This is an optimization exercise on Yosys and OpenROAD, whose aim is small area, a short achievable clock period and few clock cycles per item, not a production implementation. Function was checked by simulation only, so behaviour that the tests miss may differ from the original.

## v7
Design shake256_core, start of the top module:
module shake256_core (
    input  wire         clk,
    input  wire         rst,         
    input  wire         in_valid,
    output wire         in_ready,
    input  wire [63:0]  in_data,     
    input  wire         in_last,
    input  wire [3:0]   in_nbytes,   
    output wire         done,
    output wire [255:0] digest       
);
==> flow/config.mk <==
export PLATFORM = sky130hd
export DESIGN_NAME = shake256_core
export DESIGN_NICKNAME = shake256_core
export VERILOG_FILES = /design/flow/design.v
export SDC_FILE = /design/flow/constraint.sdc
export NUM_CORES = 8
export LEC_CHECK = 0
export CAP_MARGIN = 30
export CORE_MARGIN = 2
export CORE_UTILIZATION = 48
export CTS_CLUSTER_DIAMETER = 120
export CTS_CLUSTER_SIZE = 16
export PLACE_DENSITY = 0.65
export SETUP_SLACK_MARGIN = 3.5
export SLEW_MARGIN = 30
==> flow/constraint.sdc <==
create_clock -name core_clock -period 6.5 [get_ports {clk}]
set_input_delay 1.3000 -clock core_clock [delete_from_list [all_inputs] [get_ports {clk}]]
set_output_delay 1.3000 -clock core_clock [all_outputs]
set_load 0.01 [all_outputs]
standard.sh (not shown) runs the stock make flow with config.mk's settings and CLKGATE_MAP_FILE= SYNTH_SCRIPT=/design/flow/synth_recipe.tcl, a recipe that flattens the netlist after the stock synthesis.
==> flow/flow/run.sh <==
#!/bin/bash
# Standard ORFS layout with two changes:
# - synthesis maps the logic with flow/abc_map.script (dc2, &dch -f, &nf)
#   in place of ORFS's speed script, for a smaller netlist. Everything else in
#   synthesis (synth_recipe.tcl: no fsm/share passes, flattening, renaming) is
#   the standard flow's own, so registers and their cells are the standard synthesis's.
# - the port buffers that global placement inserts are buf_2 cells.
# Each make run's output goes to its own log here; ORFS's per-step logs are
# under orfs/logs.
set -euo pipefail
W=$(pwd)
{
  cat <<'EOT'
proc abc {args} {
  set i [lsearch -exact $args -script]
  if { $i >= 0 } { set args [lreplace $args $i [expr {$i + 1}] -script $::env(MY_ABC_SCRIPT)] }
  set j [lsearch -exact $args -D]
  if { $j >= 0 } { set args [lreplace $args $j [expr {$j + 1}]] }
  yosys abc {*}$args
}
EOT
  cat synth_recipe.tcl
} > "$W/flow_synth.tcl"
export MY_ABC_SCRIPT="$W/flow/abc_map.script"
bash standard.sh SYNTH_SCRIPT="$W/flow_synth.tcl" synth > "$W/synth_make.log" 2>&1
bash standard.sh "BUFFER_PORTS_ARGS=-buffer_cell sky130_fd_sc_hd__buf_2" finish > "$W/layout_make.log" 2>&1
==> flow/flow/abc_map.script <==
strash
dc2
&get -n
&dch -f
&nf -R 1000
&put
topo
In summary, v7 completed successfully, with a layout that passed the timing, DRC and antenna checks.
Testbench counts of v7, summed over its fixed seeds: cycles 4,830, items 54.
Relative to v7, the following input files were edited for v39:
Settings: clearing PLACE_DENSITY, which used to be 0.65; swapping 48 for 55 in CORE_UTILIZATION.
Notes after the runs:
- v39 and v7 ended up with nearly the same clock input transition at the sequential cells of the worst setup and hold paths.
- st[10][34]$_DFFE_PP_ as the origin of the worst setup path was reported by v39, and st[5][5]$_DFFE_PP_ by v7.
- Diff v7 -> v39: starting utilization of the core area has increased; fraction of layout instances using a drive strength above 1 fell by 1.2 points; setup slack of the critical path after layout dropped 79 ps; detailed-route wire length per cell went up.
- Sort v39 and v7 by global routing met3 resource utilization asc -> top: v7
- From v7 to v39 the numbers moved as follows: pin slew with the least headroom to its limit up 35 ps, fmax went down.
Input changes introduced in v5 (baseline for comparison: v39):
Settings: a change of CORE_UTILIZATION from 55 to 45.
### Flow results
Worst setup margin | v5 above v39. Taking v39 as the reference point, the detailed-routed wire length on met2 of v5 rises by 34000 µm. From v39 to v5 the numbers moved as follows: post-CTS setup repair buffer count climbed 119; tightest slew margin relative to the limit now sits higher; core area up 61000 µm²; post-synthesis to final-layout area growth now sits higher; design area saw an increase. On clock skew after layout, the higher figure sits with v5, not v39. Global-route usage: v5 vs v39 down 7.8 points.
Input changes introduced in v52 (baseline for comparison: v5):
Settings: putting PLACE_DENSITY at 0.8 where nothing was set.
Notes after the runs:
Looking at slowest library cell on the worst path, the xnor2_2 result is from v52; the edfxtp_1 one comes from v5. Higher final period utilization goes to v5 over v52. In v52 the antenna diode count turned out about 14% higher than in v5. v52 against v5; non-clock buffer count is up by a little under 10%. Comparing v5 and v52, the one run not ending clean was v52. The layout from v52, despite a flow that completed every stage, fails the layout checks, with the failing checks listed as antenna violations.

* * *

== run A ==
Starting RTL as in the previous note.
clock: 6.5 ns
lec_check: 0
cap_margin: 25
core_margin: 2
core_utilization: 45
cts_cluster_diameter: 120
cts_cluster_size: 16
place_density: 0.7
setup_slack_margin: 3.4
slew_margin: 25
Scripts as last shown in full above: flow/flow/run.sh, flow/flow/abc_map.script
Run A completed end to end with timing, DRC and antenna clean.
Testbench counts of run A, summed over its fixed seeds: cycles 4,830, items 54.
The following lists how run B was set up differently from run A:
- a change of CTS_CLUSTER_DIAMETER from 120 to 150
- a change of SETUP_SLACK_MARGIN from 3.4 to 3.5
- a change of CTS_CLUSTER_SIZE from 16 to 20
[summary]
- Relative to run A, the length of routed met3 wiring of run B is lower by 0.34%.
- Compared with run A, in run B number of endpoints failing setup at the final stage shows no meaningful change; depth of the critical timing path with buffers and inverters included higher; share of final layout cell area taken by clock buffers and inverters shows a reduction of 0.59 points; sequential fraction of total cell area moved down.
- The higher final standard cell count with taps included and fillers excluded came out of run B.
- Re wire length: run A was lower than run B.
- Met3 usage in run B vs run A: down 0.67 points
- Final instance area | run B above run A
For run C, these inputs were changed with respect to run B:
- changing CTS_CLUSTER_SIZE from 20 to 16
- changing SLEW_MARGIN from 25 to 20
- changing CAP_MARGIN from 25 to 20
- removing PLACE_DENSITY (formerly 0.7)
- changing CTS_CLUSTER_DIAMETER from 150 to 120
-- flow/flow/run.sh --
<<< run B, line 6
#   the standard flow's own, so registers and their cells are the standard synthesis's.
# - the port buffers that global placement inserts are buf_2 cells.
# Each make run's output goes to its own log here; ORFS's per-step logs are
# under orfs/logs.
>>> run C, line 6
#   the standard flow's own, so registers and their cells are the standard synthesis's.
# - the port buffers that global placement inserts are buf_2 cells.
# - timing is repaired once, after global routing, not also after CTS.
# Each make run's output goes to its own log here; ORFS's per-step logs are
# under orfs/logs.
<<< run B, line 24
export MY_ABC_SCRIPT="$W/flow/abc_map.script"
bash standard.sh SYNTH_SCRIPT="$W/flow_synth.tcl" synth > "$W/synth_make.log" 2>&1
bash standard.sh "BUFFER_PORTS_ARGS=-buffer_cell sky130_fd_sc_hd__buf_2" finish > "$W/layout_make.log" 2>&1
>>> run C, line 25
export MY_ABC_SCRIPT="$W/flow/abc_map.script"
bash standard.sh SYNTH_SCRIPT="$W/flow_synth.tcl" synth > "$W/synth_make.log" 2>&1
bash standard.sh "BUFFER_PORTS_ARGS=-buffer_cell sky130_fd_sc_hd__buf_2" SKIP_CTS_REPAIR_TIMING=1 finish > "$W/layout_make.log" 2>&1
==> comparison <==
Worst hold-check slack on run C is down relative to run B. Relative to run B, critical path depth decreased by 2 in run C. Between run B and run C, the post-route clock skew figures differ only marginally. Re synthesis-to-layout area growth: run B was higher than run C. The post-route cell area of run C is lower than that of run B. Run C: placed cell area is 770 µm² lower than what run B reported.
## Diff of input files: run D against run C
- a change of SLEW_MARGIN from 20 to 30
- a change of CAP_MARGIN from 20 to 30
- an added PLACE_DENSITY of 0.65
-- flow/flow/run.sh --
<<< run C, line 6
#   the standard flow's own, so registers and their cells are the standard synthesis's.
# - the port buffers that global placement inserts are buf_2 cells.
# - timing is repaired once, after global routing, not also after CTS.
# Each make run's output goes to its own log here; ORFS's per-step logs are
# under orfs/logs.
>>> run D, line 6
#   the standard flow's own, so registers and their cells are the standard synthesis's.
# - the port buffers that global placement inserts are buf_2 cells.
# Each make run's output goes to its own log here; ORFS's per-step logs are
# under orfs/logs.
<<< run C, line 25
export MY_ABC_SCRIPT="$W/flow/abc_map.script"
bash standard.sh SYNTH_SCRIPT="$W/flow_synth.tcl" synth > "$W/synth_make.log" 2>&1
bash standard.sh "BUFFER_PORTS_ARGS=-buffer_cell sky130_fd_sc_hd__buf_2" SKIP_CTS_REPAIR_TIMING=1 finish > "$W/layout_make.log" 2>&1
>>> run D, line 24
export MY_ABC_SCRIPT="$W/flow/abc_map.script"
bash standard.sh SYNTH_SCRIPT="$W/flow_synth.tcl" synth > "$W/synth_make.log" 2>&1
bash standard.sh "BUFFER_PORTS_ARGS=-buffer_cell sky130_fd_sc_hd__buf_2" finish > "$W/layout_make.log" 2>&1
==> summary.txt <==
- From run C to run D the numbers moved as follows: design area rose by 0.0035 mm².
- Diff run C -> run D: critical path depth increased 1; post-layout minimum cycle time moved down; instance area at placement moved up.

## port drivers added, routing unchanged
How much do the figures lean on ideal ports? The routed layouts below were timed once more, with nothing changed but the port constraints. Step 1 (the two cells are an assumption about what drives the block):
set clk [get_ports {clk}]
set_driving_cell -lib_cell sky130_fd_sc_hd__clkbuf_16 $clk
set_driving_cell -lib_cell sky130_fd_sc_hd__buf_2 [delete_from_list [all_inputs] $clk]
Step 2, shift: input delay + t, output delay - t, t = (earliest + latest rising clock arrival at the registers) / 2. This alone moves slack from input paths to output paths. Slacks: ideal / step 1 / step 2; pairs: ideal / step 1.
run | shift t [ns] | setup WS [ns] | cell pins on the clock port's net
v7 | 1.087 | 3.269 / 3.254 / 2.579 | 1
v39 | 1.081 | 3.190 / 3.190 / 2.317 | 1
v5 | 1.114 | 3.246 / 3.246 / 2.514 | 1
v52 | 1.107 | 3.261 / 3.261 / 2.468 | 1
run A | 1.090 | 3.108 / 3.108 / 2.341 | 1
run B | 1.095 | 3.143 / 3.143 / 2.463 | 1
run C | 1.111 | 3.098 / 3.098 / 2.456 | 1
run D | 1.109 | 3.313 / 3.254 / 2.371 | 1
The setup slack of run D, which loses most, moves by -0.059 ns with the drivers and by -0.942 ns with both steps.
